This is an optimization exercise on Yosys and OpenROAD, whose aim is small area, a short achievable clock period and few clock cycles, not a production implementation.
Only simulation tests tie the RTL to the original design; equivalence was not proved.
Power and IR drop assume default switching activity.

// mac_seq_tile
module mac_seq_tile (
    input  wire        clk,
    input  wire        rst,
    input  wire        start,
    input  wire        a_signed,
    input  wire        b_signed,
    input  wire [30:0] ag0_cfg,
    input  wire [30:0] ag1_cfg,
    output wire        busy,
    output reg         done,
    output wire [5:0]  i_addr,
    input  wire [31:0] i_rdata,
    output wire [7:0]  x_addr,
    output wire        x_we,
    output wire [15:0] x_wdata,
    input  wire [15:0] x_rdata,
    output wire [7:0]  y_addr,
    output wire        y_we,
    output wire [15:0] y_wdata,
    input  wire [15:0] y_rdata,
    output reg  [39:0] acc,
    output reg  [15:0] out,
    output reg  [3:0]  bx,
    output reg         ovf,
    output reg         fault,
    output reg  [1:0]  fault_code,
    output reg  [5:0]  pc
);
Size: about 5,100 cells after synthesis, roughly 0.045 sq mm of cells after synthesis.
export LEC_CHECK = 0
export CAP_MARGIN = 20
export CORE_MARGIN = 2
export CORE_UTILIZATION = 40
export SLEW_MARGIN = 20
create_clock -name core_clock -period 20.0 [get_ports {clk}]
standard.sh (not shown) runs the stock make flow with config.mk's settings and CLKGATE_MAP_FILE= SYNTH_SCRIPT=/design/flow/synth_recipe.tcl, a recipe that flattens the netlist after the stock synthesis.
==> flow/flow/run.sh <==
#!/bin/bash
# The standard layout (the standard flow's synthesis, floorplan, placement, CTS and routing),
# with these changes to how the layout is made:
#  - repair_timing is asked for 14 ns more setup slack than the clock period
#    needs, so that the tools size the critical paths for speed;
#  - the port buffers are buf_2 cells (the standard flow picks clkdlybuf4s50_1,
#    a delay cell). Every input and output port still gets its buffer;
#  - clock tree synthesis adds no dummy load cells at the clock tree's leaves
#    and clusters up to 24 flip-flops per leaf buffer.
# The design, its synthesis, clock and constraints are the standard flow's; each run's
# output goes to its own log.
set -euo pipefail
bash standard.sh synth > synth.log 2>&1
bash standard.sh SETUP_SLACK_MARGIN=14 TNS_END_PERCENT=20 \
    "BUFFER_PORTS_ARGS=-buffer_cell sky130_fd_sc_hd__buf_2" \
    "CTS_ARGS=-sink_clustering_enable -repair_clock_nets -dont_use_dummy_load -sink_clustering_size 24" \
    finish > layout.log 2>&1
Testbench counts at the start, summed over its fixed seeds: cycles 36,613.
==> next run, changes <==
--- a/flow/flow/run.sh
+++ b/flow/flow/run.sh
@@ -9 +9 @@
-#    and clusters up to 24 flip-flops per leaf buffer.
+#    and builds the tree from clkbuf_4 cells.
@@ -16 +16 @@
-    "CTS_ARGS=-sink_clustering_enable -repair_clock_nets -dont_use_dummy_load -sink_clustering_size 24" \
+    "CTS_ARGS=-sink_clustering_enable -repair_clock_nets -dont_use_dummy_load -buf_list sky130_fd_sc_hd__clkbuf_4" \
Utilization came out lower by 1.1 points. Flip-flop and latch count stays the same. Register-to-register slack hardly moves. Critical path depth falls by 10. Final cell count rose by 0.81%. First-iteration DRC count decreases by 5.6%. Design area is lower by 2.3%.

---

Another version of the RTL of mac_seq_tile (not shown whole).
For scale: about 4,700 cells after synthesis, ~260 I/O pins, about 41,000 sq um of cells after synthesis.
==> flow/config.mk <==
export PLATFORM = sky130hd
export DESIGN_NAME = mac_seq_tile
export DESIGN_NICKNAME = mac_seq_tile
export VERILOG_FILES = /design/flow/design.v
export SDC_FILE = /design/flow/constraint.sdc
export NUM_CORES = 4
export LEC_CHECK = 0
export CAP_MARGIN = 20
export CORE_MARGIN = 2
export CORE_UTILIZATION = 40
export SLEW_MARGIN = 20
==> flow/constraint.sdc <==
create_clock -name core_clock -period 20.0 [get_ports {clk}]
set_input_delay 4.0000 -clock core_clock [delete_from_list [all_inputs] [get_ports {clk}]]
set_output_delay 4.0000 -clock core_clock [all_outputs]
set_load 0.01 [all_outputs]
==> flow/flow/run.sh <==
#!/bin/bash
# The standard layout (the standard flow's synthesis, floorplan, placement, CTS and routing),
# with repair_timing asked for 13 ns more setup slack than the clock period needs,
# so that the tools size the critical paths for speed. The design, its synthesis,
# clock and constraints are the standard flow's; each tool's output goes to its own log.
set -euo pipefail
bash standard.sh synth > synth.log 2>&1
bash standard.sh SETUP_SLACK_MARGIN=13 finish > layout.log 2>&1
The first run finished with timing, DRC and antenna clean.
Testbench counts at the start, summed over its fixed seeds: cycles 39,288.
Then changed:
==> flow/flow/run.sh (replaced) <==
#!/bin/bash
# The standard layout (the standard flow's synthesis, floorplan, placement, CTS and routing),
# with repair_timing asked for 14 ns more setup slack than the clock period needs,
# so that the tools size the critical paths for speed. The design, its synthesis,
# clock and constraints are the standard flow's; each tool's output goes to its own log.
set -euo pipefail
bash standard.sh synth > synth.log 2>&1
bash standard.sh SETUP_SLACK_MARGIN=14 TNS_END_PERCENT=5 finish > layout.log 2>&1
- The new run produced a clean layout
- wire length grows by a few percent
- critical path depth went up by 3
- worst setup slack is better by 0.70 ns
- final area came out higher by a few percent
- first-iteration DRC count goes up by a few percent
- die area stays the same
- register-to-register slack is better by 0.52 ns
- clock-buffer cell count increases by 1
- combinational power increases by a quarter to a third
- fmax came out higher by roughly a tenth
- via count goes up by a few percent

---

mac_seq_tile with an RTL version that a note above also has.
Size: ~610 flip-flops, roughly 45000 um2 of cells after synthesis.
export LEC_CHECK = 0
export CAP_MARGIN = 20
export CORE_MARGIN = 2
export CORE_UTILIZATION = 40
export SLEW_MARGIN = 20
create_clock -name core_clock -period 20.0 [get_ports {clk}]
==> flow/flow/run.sh <==
#!/bin/bash
# The standard layout (the standard flow's synthesis, floorplan, placement, CTS and routing),
# with these changes to how the layout is made:
#  - repair_timing is asked for 14.3 ns more setup slack than the clock period
#    needs, so that the tools size the critical paths for speed;
#  - the port buffers are buf_2 cells (the standard flow picks clkdlybuf4s50_1,
#    a delay cell). Every input and output port still gets its buffer;
#  - clock tree synthesis adds no dummy load cells at the clock tree's leaves
#    and builds the tree from clkbuf_4 cells.
# The design, its synthesis, clock and constraints are the standard flow's; each run's
# output goes to its own log.
set -euo pipefail
bash standard.sh synth > synth.log 2>&1
bash standard.sh SETUP_SLACK_MARGIN=14.3 TNS_END_PERCENT=20 \
    "BUFFER_PORTS_ARGS=-buffer_cell sky130_fd_sc_hd__buf_2" \
    "CTS_ARGS=-sink_clustering_enable -repair_clock_nets -dont_use_dummy_load -buf_list sky130_fd_sc_hd__clkbuf_4" \
    finish > layout.log 2>&1
Testbench counts at the start, summed over its fixed seeds: cycles 36,613.
Rerun with:
==> flow/flow/run.sh (replaced) <==
#!/bin/bash
# The standard layout (the standard flow's synthesis, floorplan, placement, CTS and routing),
# with two changes to how the layout is made:
#  - repair_timing is asked for 14 ns more setup slack than the clock period
#    needs, so that the tools size the critical paths for speed;
#  - the port buffers are buf_2 cells (the standard flow picks clkdlybuf4s50_1,
#    a delay cell). Every input and output port still gets its buffer.
# The design, its synthesis, clock and constraints are the standard flow's; each run's
# output goes to its own log.
set -euo pipefail
bash standard.sh synth > synth.log 2>&1
bash standard.sh SETUP_SLACK_MARGIN=14 TNS_END_PERCENT=20 \
    "BUFFER_PORTS_ARGS=-buffer_cell sky130_fd_sc_hd__buf_2" finish > layout.log 2>&1
The new run ran to the end with no violations; worst setup slack gets worse by 0.015 ns; total power came out higher by 9.0%; non-clock buffer count came out higher by 8; global-route usage came out lower by 0.22 points; routed wire length stays flat; combinational power came out lower by about 3%; cell count came out lower by about 0.47%.

port drivers added, routing unchanged:
How much do the figures lean on ideal ports? The routed layouts below were timed once more, with nothing changed but the port constraints.
Step 1, drivers: a clkbuf_16 drives clk and a buf_2 each remaining input, both assumed.
Step 2, shift: input delay + t, output delay - t, t = (earliest + latest rising clock arrival at the registers) / 2. This alone moves slack from input paths to output paths.
Slacks: no drivers / after step 1 / after step 2; pairs: no drivers / after step 1.
run | t, ns | setup WS [ns] | clock arrival spread, ns | slew at the worst register clock pin (ns) | cell pins on the clock port's net
the first run of note 1 | 0.651 | 13.870 / 13.897 / 13.245 | 0.080 / 0.079 | 0.07 / 0.07 | 1
the second run of note 1 | 1.001 | 13.841 / 13.779 / 12.880 | 0.135 / 0.135 | 0.07 / 0.07 | 1
the first run of note 2 | 0.688 | 13.054 / 13.087 / 12.400 | 0.020 / 0.021 | 0.07 / 0.07 | 1
the second run of note 2 | 0.710 | 13.756 / 13.781 / 13.079 | 0.049 / 0.050 | 0.07 / 0.07 | 1
the first run of note 3 | 1.013 | 13.874 / 13.874 / 13.129 | 0.146 / 0.146 | 0.07 / 0.07 | 1
the second run of note 3 | 0.681 | 13.859 / 13.859 / 13.225 | 0.038 / 0.038 | 0.07 / 0.07 | 1
After both steps every run listed still meets setup and hold. The setup slack of the second run of note 1, which loses most, moves by -0.062 ns with the drivers and by -0.961 ns with both steps.
